What follows belongs to an exercise in optimizing a design on an open flow for small area, a short achievable clock period and few clock cycles per item; a production flow would make more cautious choices.
Function was checked by simulation only, so behaviour that the tests miss may differ from the original.
Power figures rest on the tool's default switching activity, not on a simulated workload.

== v6 ==
## oz_outer_fill
module oz_outer_fill (
    input  wire        clk,
    input  wire        rst,         
    input  wire        in_valid,
    output reg         in_ready,
    input  wire [7:0]  in_data,
    input  wire        in_erase,
    output reg         out_valid,
    output reg         out_fail,
    output wire [2:0]  out_cnt,
    output wire [23:0] out_pos,
    output wire [31:0] out_val
);
Settings: LEC_CHECK=0, CAP_MARGIN=20, CORE_MARGIN=2, CORE_UTILIZATION=40, SLEW_MARGIN=20; clock period 15.0 ns.
run.sh (not shown) runs the stock make flow with config.mk's settings and CLKGATE_MAP_FILE= SYNTH_SCRIPT=/design/flow/synth_recipe.tcl, a recipe that flattens the netlist after the stock synthesis.
Testbench counts of v6, summed over its fixed seeds: cycles 183,209, items 2,400.
diff inputs: v6 => v7
Settings: GPL_TIMING_DRIVEN newly set to 0.
==> flow/flow/run.sh (new file) <==
#!/bin/bash
# The standard layout (standard.sh: ORFS synthesis with synth_recipe.tcl, then floorplan,
# place, cts, route and finish) with three changes, none to the design's registers or to its
# constraints:
#  - ABC maps the logic with an area-oriented script (flow/abc_area.script) in place of ORFS's
#    delay-oriented abc_speed.script; ORFS's scripts are otherwise used unchanged, from a copy
#    whose abc_speed.script is replaced;
#  - every port still gets its buffer, but a buf_1 cell instead of the default delay-buffer
#    cell (the resizer may still upsize it);
#  - the resizer's setup repair aims for more slack than the 15 ns clock needs.
# Each make target's full output goes to its own log_<target>.log here; ORFS also keeps each
# tool's log under orfs/logs.
set -euo pipefail
here=$(pwd)
rm -rf "$here/orfs_scripts"
cp -r "$FLOW_HOME/scripts" "$here/orfs_scripts"
cp "$here/flow/abc_area.script" "$here/orfs_scripts/abc_speed.script"
export SCRIPTS_DIR="$here/orfs_scripts"
export BUFFER_PORTS_ARGS="-buffer_cell sky130_fd_sc_hd__buf_1"
export SETUP_SLACK_MARGIN=10.9
for target in synth floorplan place cts route finish; do
  bash standard.sh "$target" > "log_${target}.log" 2>&1
done
==> flow/flow/abc_area.script (new file) <==
strash
&get -n
&fraig -x
&put
scorr
dc2
strash
&get -n
&dch -f
&nf -R 1000
&put
strash
&get -n
&dch -f
&nf -R 1000
&put
==> flow/standard.sh (new file) <==
#!/bin/bash
# synth_recipe.tcl (not shown) runs the flow's synth.tcl, then flattens the netlist and writes it again
# the make line also repeats each setting of config.mk as NAME=value (left out here)
make -C /OpenROAD-flow-scripts/flow DESIGN_CONFIG=/design/flow/config.mk WORK_HOME=/design/flow/orfs CLKGATE_MAP_FILE= SYNTH_SCRIPT=/design/flow/synth_recipe.tcl "${@:-finish}"
removed: flow/run.sh
==> run notes <==
Final cell count shrinks by a few percent when moving from v6 to v7.
Lower data arrival time of the worst path was reported by v7, not v6.
v7 vs. v6: switching part of the total power -1.8 points, routed via count fell 817, worst setup slack rose by 0.77 ns.

---

## build 7
The RTL this note starts from:
==> flow/design.v <==
module oz_outer_fill (
    input  wire        clk,
    input  wire        rst,         
    input  wire        in_valid,
    output reg         in_ready,
    input  wire [7:0]  in_data,
    input  wire        in_erase,
    output reg         out_valid,
    output reg         out_fail,
    output wire [2:0]  out_cnt,
    output wire [23:0] out_pos,
    output wire [31:0] out_val
);
    function automatic [7:0] mul_a1(input [7:0] a);    
        mul_a1 = {a[6:0], 1'b0} ^ (a[7] ? 8'h1D : 8'h00);
    endfunction
    function automatic [7:0] gf_mul(input [7:0] a, input [7:0] b);
        reg [7:0] p;
        reg [7:0] x;
        integer   n;
        begin
            p = 8'h00;
            x = a;
            for (n = 0; n < 8; n = n + 1) begin
                p = p ^ (x & {8{b[n]}});
                x = mul_a1(x);
            end
            gf_mul = p;
        end
    endfunction
    function automatic [7:0] gf_sq(input [7:0] a);
        gf_sq = {a[6],
                 a[3] ^ a[5] ^ a[6],
                 a[5],
                 a[2] ^ a[4] ^ a[5] ^ a[7],
                 a[4] ^ a[6],
                 a[1] ^ a[4] ^ a[5] ^ a[6],
                 a[7],
                 a[0] ^ a[4] ^ a[6] ^ a[7]};
    endfunction
    function automatic [7:0] cm(input integer m, input [7:0] a);   
        case (m)
            0: cm = a;
            1: cm = mul_a1(a);
            2: cm = mul_a1(mul_a1(a));
            default: cm = mul_a1(mul_a1(mul_a1(a)));
        endcase
    endfunction
    function automatic [7:0] mul_am1(input [7:0] a);   
        mul_am1 = {1'b0, a[7:1]} ^ (a[0] ? 8'h8E : 8'h00);
    endfunction
    function automatic [7:0] rom_x(input [5:0] p);
        reg [7:0] h;
        begin
            case (p[5:2])
            4'd0: h = 8'ha1;
            4'd1: h = 8'hd2;
            4'd2: h = 8'ha0;
            4'd3: h = 8'h0a;
            4'd4: h = 8'h23;
            4'd5: h = 8'h77;
            4'd6: h = 8'h35;
            4'd7: h = 8'h9c;
            4'd8: h = 8'hc0;
            4'd9: h = 8'h0c;
            4'd10: h = 8'hc9;
            4'd11: h = 8'h5a;
            4'd12: h = 8'h26;
            4'd13: h = 8'he8;
            4'd14: h = 8'h80;
            4'd15: h = 8'h08;
                default: h = 8'h00;
            endcase
            if (p[0]) h = mul_am1(h);
            if (p[1]) h = mul_am1(mul_am1(h));
            rom_x = h;
        end
    endfunction
    reg        ir_full;
    reg  [7:0] ir_sym;        
    reg        ir_erase;
    reg        recv;          
    reg        fwd, back;     
    reg  [5:0] idx;           
    reg  [2:0] nerr;          
    reg  [7:0] b  [0:3];
    reg  [5:0] pos[0:3];
    reg  [7:0] t;             
    reg  [1:0] k;             
    reg  [1:0] i;             
    reg  [3:0] bs;            
    reg  [1:0] asel;          
    reg  [3:0] step;          
    reg        prep, fin;     
    reg        chk;           
    reg        flast;         
    reg        klast;         
    assign out_cnt  = nerr;
    assign out_pos  = {pos[3], pos[2], pos[1], pos[0]};
    assign out_val  = {b[3], b[2], b[1], b[0]};
    wire       take   = recv && ir_full;
    wire       first  = (idx == 6'd0);
    wire       lastp  = (idx == 6'd63);
    wire [2:0] ncur   = first ? 3'd0 : nerr;
    wire [2:0] nnext  = (ir_erase && ncur != 3'd5) ? ncur + 3'd1 : ncur;
    wire [1:0] fm1    = nerr[1:0] - 2'd1;       
    wire       jend   = (i == fm1);             
    wire [7:0] xr     = rom_x(recv ? idx : pos[asel]);
    wire [7:0] bop  = ({8{bs[0]}} & b[0]) | ({8{bs[1]}} & b[1]) |
                      ({8{bs[2]}} & b[2]) | ({8{bs[3]}} & b[3]);
    wire [7:0] mb   = fwd ? bop : gf_sq(bop);
    wire [7:0] ma   = {t[7:1] & {7{~fin}}, t[0] | fin};
    wire [7:0] prod = gf_mul(ma, mb);
    wire [7:0] add = recv ? ir_sym : prod;
    reg  [7:0] base [0:3];
    reg  [3:0] ben;
    integer    q;
    always @(*) begin
        for (q = 0; q < 4; q = q + 1) begin
            ben[q] = take || ((fwd || (back && !prep)) && i == q) ||
                     (back && fin && k == q);
            if (recv)
                base[q] = first ? 8'h00 : cm(q, b[q]);
            else if (fwd || k == q)
                base[q] = b[q];
            else
                base[q] = 8'h00;
        end
    end
    reg bad;
    always @(*) begin
        bad = 1'b0;
        for (q = 0; q < 4; q = q + 1)
            if (q >= nerr && b[q] != 8'h00) bad = 1'b1;
    end
    wire done_cw  = take && lastp;
    wire solve_cw = done_cw && nnext != 3'd0 && nnext != 3'd5;
    wire back_end = back && ((chk && (bad || nerr == 3'd1)) ||
                             (fin && jend && k == 2'd0));
    wire recv_nx  = (recv && !solve_cw) || back_end;
    wire full_nx  = (in_valid && in_ready) || (ir_full && !take);
    always @(posedge clk) begin
        if (rst) begin
            in_ready  <= 1'b1;
            ir_full   <= 1'b0;
            recv      <= 1'b1;
            fwd       <= 1'b0;
            back      <= 1'b0;
            idx       <= 6'd0;
            out_valid <= 1'b0;
        end else begin
            in_ready  <= recv_nx || !full_nx;
            ir_full   <= full_nx;
            out_valid <= (done_cw && !solve_cw) || back_end;
            if (take)
                idx <= idx + 6'd1;
            if (solve_cw) begin
                recv <= 1'b0;
                fwd  <= 1'b1;
            end
            if (fwd && flast && klast) begin
                fwd  <= 1'b0;
                back <= 1'b1;
            end
            if (back_end) begin
                back <= 1'b0;
                recv <= 1'b1;
            end
        end
    end
    always @(posedge clk) begin
        if (in_ready) begin
            ir_sym   <= in_erase ? 8'h00 : in_data;
            ir_erase <= in_erase;
        end
        for (q = 0; q < 4; q = q + 1)
            if (ben[q]) b[q] <= base[q] ^ add;
        if (take) begin
            if (ir_erase && ncur < 3'd4)
                pos[ncur[1:0]] <= idx;
            if (ir_erase && ncur == 3'd0)
                t <= xr;
            nerr <= nnext;
            if (done_cw)
                out_fail <= (nnext != 3'd0);
            if (solve_cw) begin
                k     <= 2'd0;
                i     <= 2'd3;
                bs    <= 4'b0100;
                flast <= 1'b0;
                fin   <= 1'b0;
                klast <= (nnext == 3'd1);
                asel  <= (nnext == 3'd1) ? 2'd0 : 2'd1;
            end
        end
        if (fwd) begin
            i     <= i - 2'd1;
            bs    <= bs >> 1;
            flast <= (i == k + 2'd2);
            if (flast) begin
                t <= xr;
                if (klast) begin
                    k     <= fm1 - 2'd1;
                    i     <= fm1;
                    bs    <= 4'b0001 << fm1;
                    asel  <= fm1 - 2'd1;
                    step  <= 4'd0;
                    prep  <= 1'b1;
                    fin   <= 1'b0;
                    chk   <= 1'b1;
                end else begin
                    k     <= k + 2'd1;
                    i     <= 2'd3;
                    bs    <= 4'b0100;
                    flast <= (k == 2'd1);
                    klast <= (k + 2'd1 == fm1) || (k == 2'd1);
                    asel  <= ((k + 2'd1 == fm1) || (k == 2'd1)) ? fm1 : k + 2'd2;
                end
            end
        end
        if (back) begin
            step <= step + 4'd1;
            prep <= 1'b0;
            fin  <= (step == 4'd7);
            chk  <= 1'b0;
            if (prep) begin
                t    <= t ^ xr;
                asel <= jend ? k : i + 2'd1;
            end
            if (fin) begin
                t    <= xr;
                step <= 4'd0;
                prep <= 1'b1;
                if (jend) begin
                    k    <= k - 2'd1;
                    i    <= k;
                    bs   <= 4'b0001 << k;
                    asel <= k - 2'd1;
                end else begin
                    i    <= i + 2'd1;
                    bs   <= bs << 1;
                    asel <= k;
                end
            end
            if (back_end)
                out_fail <= chk && bad;
        end
    end
endmodule
export LEC_CHECK = 0
export CAP_MARGIN = 20
export CORE_MARGIN = 2
export CORE_UTILIZATION = 40
export SLEW_MARGIN = 20
create_clock -name core_clock -period 15.0 [get_ports {clk}]
standard.sh (not shown) runs the stock make flow with config.mk's settings and CLKGATE_MAP_FILE= SYNTH_SCRIPT=/design/flow/synth_recipe.tcl, a recipe that flattens the netlist after the stock synthesis.
==> flow/flow/run.sh <==
#!/bin/bash
# Standard ORFS layout (the standard.sh, unchanged synthesis) with two changes:
# the port buffers are buf_4 cells instead of the default delay-buffer cells, and
# the resizer's setup repair aims for a larger slack margin than the 15 ns clock needs.
set -euo pipefail
export BUFFER_PORTS_ARGS="-buffer_cell sky130_fd_sc_hd__buf_4"
export SETUP_SLACK_MARGIN=11.0
bash standard.sh > make_layout.log 2>&1
Testbench counts of build 7, summed over its fixed seeds: cycles 185,943, items 2,400.
Relative to build 7, the following input files were edited for build 75:
==> flow/flow/run.sh <==
#!/bin/bash
# The standard layout (standard.sh: ORFS synthesis with synth_recipe.tcl, then
# floorplan to finish) with three changes, none to the design's registers or constraints:
#  - ABC maps the logic with an area-oriented script (flow/abc_area.script) in place of
#    ORFS's delay-oriented abc_speed.script; ORFS's scripts are otherwise used unchanged,
#    from a copy whose abc_speed.script is replaced;
#  - the port buffers are buf_4 cells instead of the default delay-buffer cells;
#  - the resizer's setup repair aims for more slack than the 15 ns clock needs.
set -euo pipefail
here=$(pwd)
rm -rf "$here/orfs_scripts"
cp -r "$FLOW_HOME/scripts" "$here/orfs_scripts"
cp "$here/flow/abc_area.script" "$here/orfs_scripts/abc_speed.script"
export SCRIPTS_DIR="$here/orfs_scripts"
export BUFFER_PORTS_ARGS="-buffer_cell sky130_fd_sc_hd__buf_4"
export SETUP_SLACK_MARGIN=11.0
bash standard.sh > make_layout.log 2>&1
==> flow/flow/abc_area.script (new file) <==
strash
&get -n
&fraig -x
&put
scorr
dc2
strash
&get -n
&dch -f
&nf -R 1000
&put
## What came out
Build 75 ended up with a higher area added between synthesis and finish than build 7 did.
In the flow results for build 75 and build 7, the post-layout instance area is larger on build 7.
[compare] base=build 7 new=build 75: highest clock frequency the design can meet did not really move; core utilization now sits higher.
What build 21 does differently from build 75 at the input level:
# build 75
export LEC_CHECK = 0
export CAP_MARGIN = 20
export CORE_MARGIN = 2
export CORE_UTILIZATION = 40
export SLEW_MARGIN = 20
create_clock -name core_clock -period 15.0 [get_ports {clk}]
# build 21
export LEC_CHECK = 0
export CAP_MARGIN = 20
export CORE_MARGIN = 2
export CORE_UTILIZATION = 65
export SLEW_MARGIN = 20
create_clock -name core_clock -period 15.0 [get_ports {clk}]
==> flow/flow/run.sh <==
#!/bin/bash
# Standard ORFS layout (the standard.sh, unchanged synthesis) with two changes:
# the port buffers are buf_4 cells instead of the default delay-buffer cells, and
# the resizer's setup repair aims for a larger slack margin than the 15 ns clock needs.
set -euo pipefail
export BUFFER_PORTS_ARGS="-buffer_cell sky130_fd_sc_hd__buf_4"
export SETUP_SLACK_MARGIN=11.0
bash standard.sh > make_layout.log 2>&1
removed: flow/flow/abc_area.script
Findings:
- Build 21 ended with more wire length than build 75.
- A critical path launch point of b[3][1] is what build 21 shows, while b[0][4] belongs to build 75.
- Reported for build 21 and build 75, number of antenna-violating nets in the routed design turned out identical to the last digit.
- In build 21, number of filler cells placed in the layout is lower than in build 75.
- Build 21 vs build 75: layout inverter count without the clock tree up by more than half
- Going from build 75 to build 21, final cell count went up 64, clock network area share went down 0.30 points, share of power burned in combinational logic went down 14 points, design area went up 11%.
- Max switching portion of total power across build 21 and build 75: build 75
### build 21 -> build 79
# build 21
export LEC_CHECK = 0
export CAP_MARGIN = 20
export CORE_MARGIN = 2
export CORE_UTILIZATION = 65
export SLEW_MARGIN = 20
create_clock -name core_clock -period 15.0 [get_ports {clk}]
# build 79
export LEC_CHECK = 0
export CAP_MARGIN = 20
export CORE_MARGIN = 2
export CORE_UTILIZATION = 40
export SLEW_MARGIN = 20
create_clock -name core_clock -period 15.0 [get_ports {clk}]
==> flow/flow/run.sh <==
#!/bin/bash
# The standard layout (standard.sh: ORFS synthesis with synth_recipe.tcl, then
# floorplan to finish) with three changes, none to the design's registers or constraints:
#  - ABC maps the logic with an area-oriented script (flow/abc_area.script) in place of
#    ORFS's delay-oriented abc_speed.script; ORFS's scripts are otherwise used unchanged,
#    from a copy whose abc_speed.script is replaced;
#  - the port buffers are buf_4 cells instead of the default delay-buffer cells;
#  - the resizer's setup repair aims for more slack than the 15 ns clock needs.
set -euo pipefail
here=$(pwd)
rm -rf "$here/orfs_scripts"
cp -r "$FLOW_HOME/scripts" "$here/orfs_scripts"
cp "$here/flow/abc_area.script" "$here/orfs_scripts/abc_speed.script"
export SCRIPTS_DIR="$here/orfs_scripts"
export BUFFER_PORTS_ARGS="-buffer_cell sky130_fd_sc_hd__buf_4"
export SETUP_SLACK_MARGIN=10.7
bash standard.sh > make_layout.log 2>&1
==> flow/flow/abc_area.script (new file) <==
strash
&get -n
&fraig -x
&put
scorr
dc2
strash
&get -n
&dch -f
&nf -R 1000
&put
Findings:
Across build 79 and build 21, none had a timing, DRC or antenna violation.
Build 79 vs. build 21: starting density of the core -26 points; via count of the first global-routing pass has decreased.
Sort build 79 and build 21 by global-route usage, descending, and build 21 comes first.
Power group with the largest share: sequential cells -> build 21, combinational logic -> build 79
Build 79 against build 21: relative area change from synthesis to final layout up 5.4 points, fraction of standard cell area that is sequential up 4.9 points, buffer share of cell area decreased 1.4 points.
Build 79 vs. build 21: minimum clock period saw an increase; area after synthesis -1600 um^2; multi-input gate count lost 117.
| data arrival at the endpoint of the critical path | build 79 vs build 21 | 0.13 ns higher |

---

oz_outer_fill, a different RTL version from the one above (not shown whole).
Size in the first run: ~990 cells after synthesis, ~110 flip-flops, roughly 74 I/O pins.
// oz_outer_fill
module oz_outer_fill (
    input  wire        clk,
    input  wire        rst,         
    input  wire        in_valid,
    output reg         in_ready,
    input  wire [7:0]  in_data,
    input  wire        in_erase,
    output reg         out_valid,
    output reg         out_fail,
    output wire [2:0]  out_cnt,
    output wire [23:0] out_pos,
    output wire [31:0] out_val
);
Settings: LEC_CHECK=0, CAP_MARGIN=20, CORE_MARGIN=2, CORE_UTILIZATION=40, SLEW_MARGIN=20; clock period 15.0 ns.
run.sh (not shown) runs the stock make flow with config.mk's settings and CLKGATE_MAP_FILE= SYNTH_SCRIPT=/design/flow/synth_recipe.tcl, a recipe that flattens the netlist after the stock synthesis.
Stock flow here: none of the scripts above is used.
The first run went through all stages and came out clean.
Testbench counts at the start, summed over its fixed seeds: cycles 185,943, items 2,400.
Change:
==> flow/flow/run.sh (new file) <==
#!/bin/bash
# Standard ORFS layout (the standard.sh, unchanged synthesis) with two changes:
# the port buffers are buf_4 cells instead of the default delay-buffer cells, and
# the resizer's setup repair aims for a larger slack margin than the 15 ns clock needs.
set -euo pipefail
export BUFFER_PORTS_ARGS="-buffer_cell sky130_fd_sc_hd__buf_4"
export SETUP_SLACK_MARGIN=10.5
bash standard.sh > make_layout.log 2>&1
==> flow/standard.sh (new file) <==
#!/bin/bash
# synth_recipe.tcl (not shown) runs the flow's synth.tcl, then flattens the netlist and writes it again
# the make line also repeats each setting of config.mk as NAME=value (left out here)
make -C /OpenROAD-flow-scripts/flow DESIGN_CONFIG=/design/flow/config.mk WORK_HOME=/design/flow/orfs CLKGATE_MAP_FILE= SYNTH_SCRIPT=/design/flow/synth_recipe.tcl "${@:-finish}"
removed: flow/run.sh
Total power barely changes.
Register-to-register slack gains 0.14 ns.
Routed wire length is higher by a few percent.
Cell count stays flat.
Worst hold slack gains 0.0092 ns.

afterwards: timing with drivers on the ports:
The flow's constraints put no driver on any port. The routed layouts listed below were extracted and timed again, unchanged, in two steps.
Step 1 assumes that a clkbuf_16 drives the clock port and a buf_2 every other input.
Step 2, shift: input delay + t, output delay - t, t = (earliest + latest rising clock arrival at the registers) / 2. This alone moves slack from input paths to output paths.
Three values: ideal ports, drivers, drivers and shift; two values: the first two.
run | t, ns | setup WS [ns] | worst setup path after step 2
v6 | 0.389 | 10.173 / 10.191 / 9.803 | input to register
v7 | 0.391 | 10.944 / 10.904 / 10.624 | input to register
build 7 | 0.396 | 11.009 / 10.968 / 11.181 | register to register
build 75 | 0.399 | 10.999 / 10.962 / 11.200 | register to register
build 21 | 0.405 | 10.976 / 10.930 / 11.227 | input to register
build 79 | 0.401 | 10.854 / 10.817 / 10.889 | register to register
the first run of note 3 | 0.392 | 10.264 / 10.220 / 10.612 | register to output
the second run of note 3 | 0.408 | 10.646 / 10.599 / 11.008 | register to output
After both steps setup and hold are still met in every run listed. For v6, which loses most, drivers alone change the setup slack by +0.018 ns; drivers and shift together by -0.370 ns.
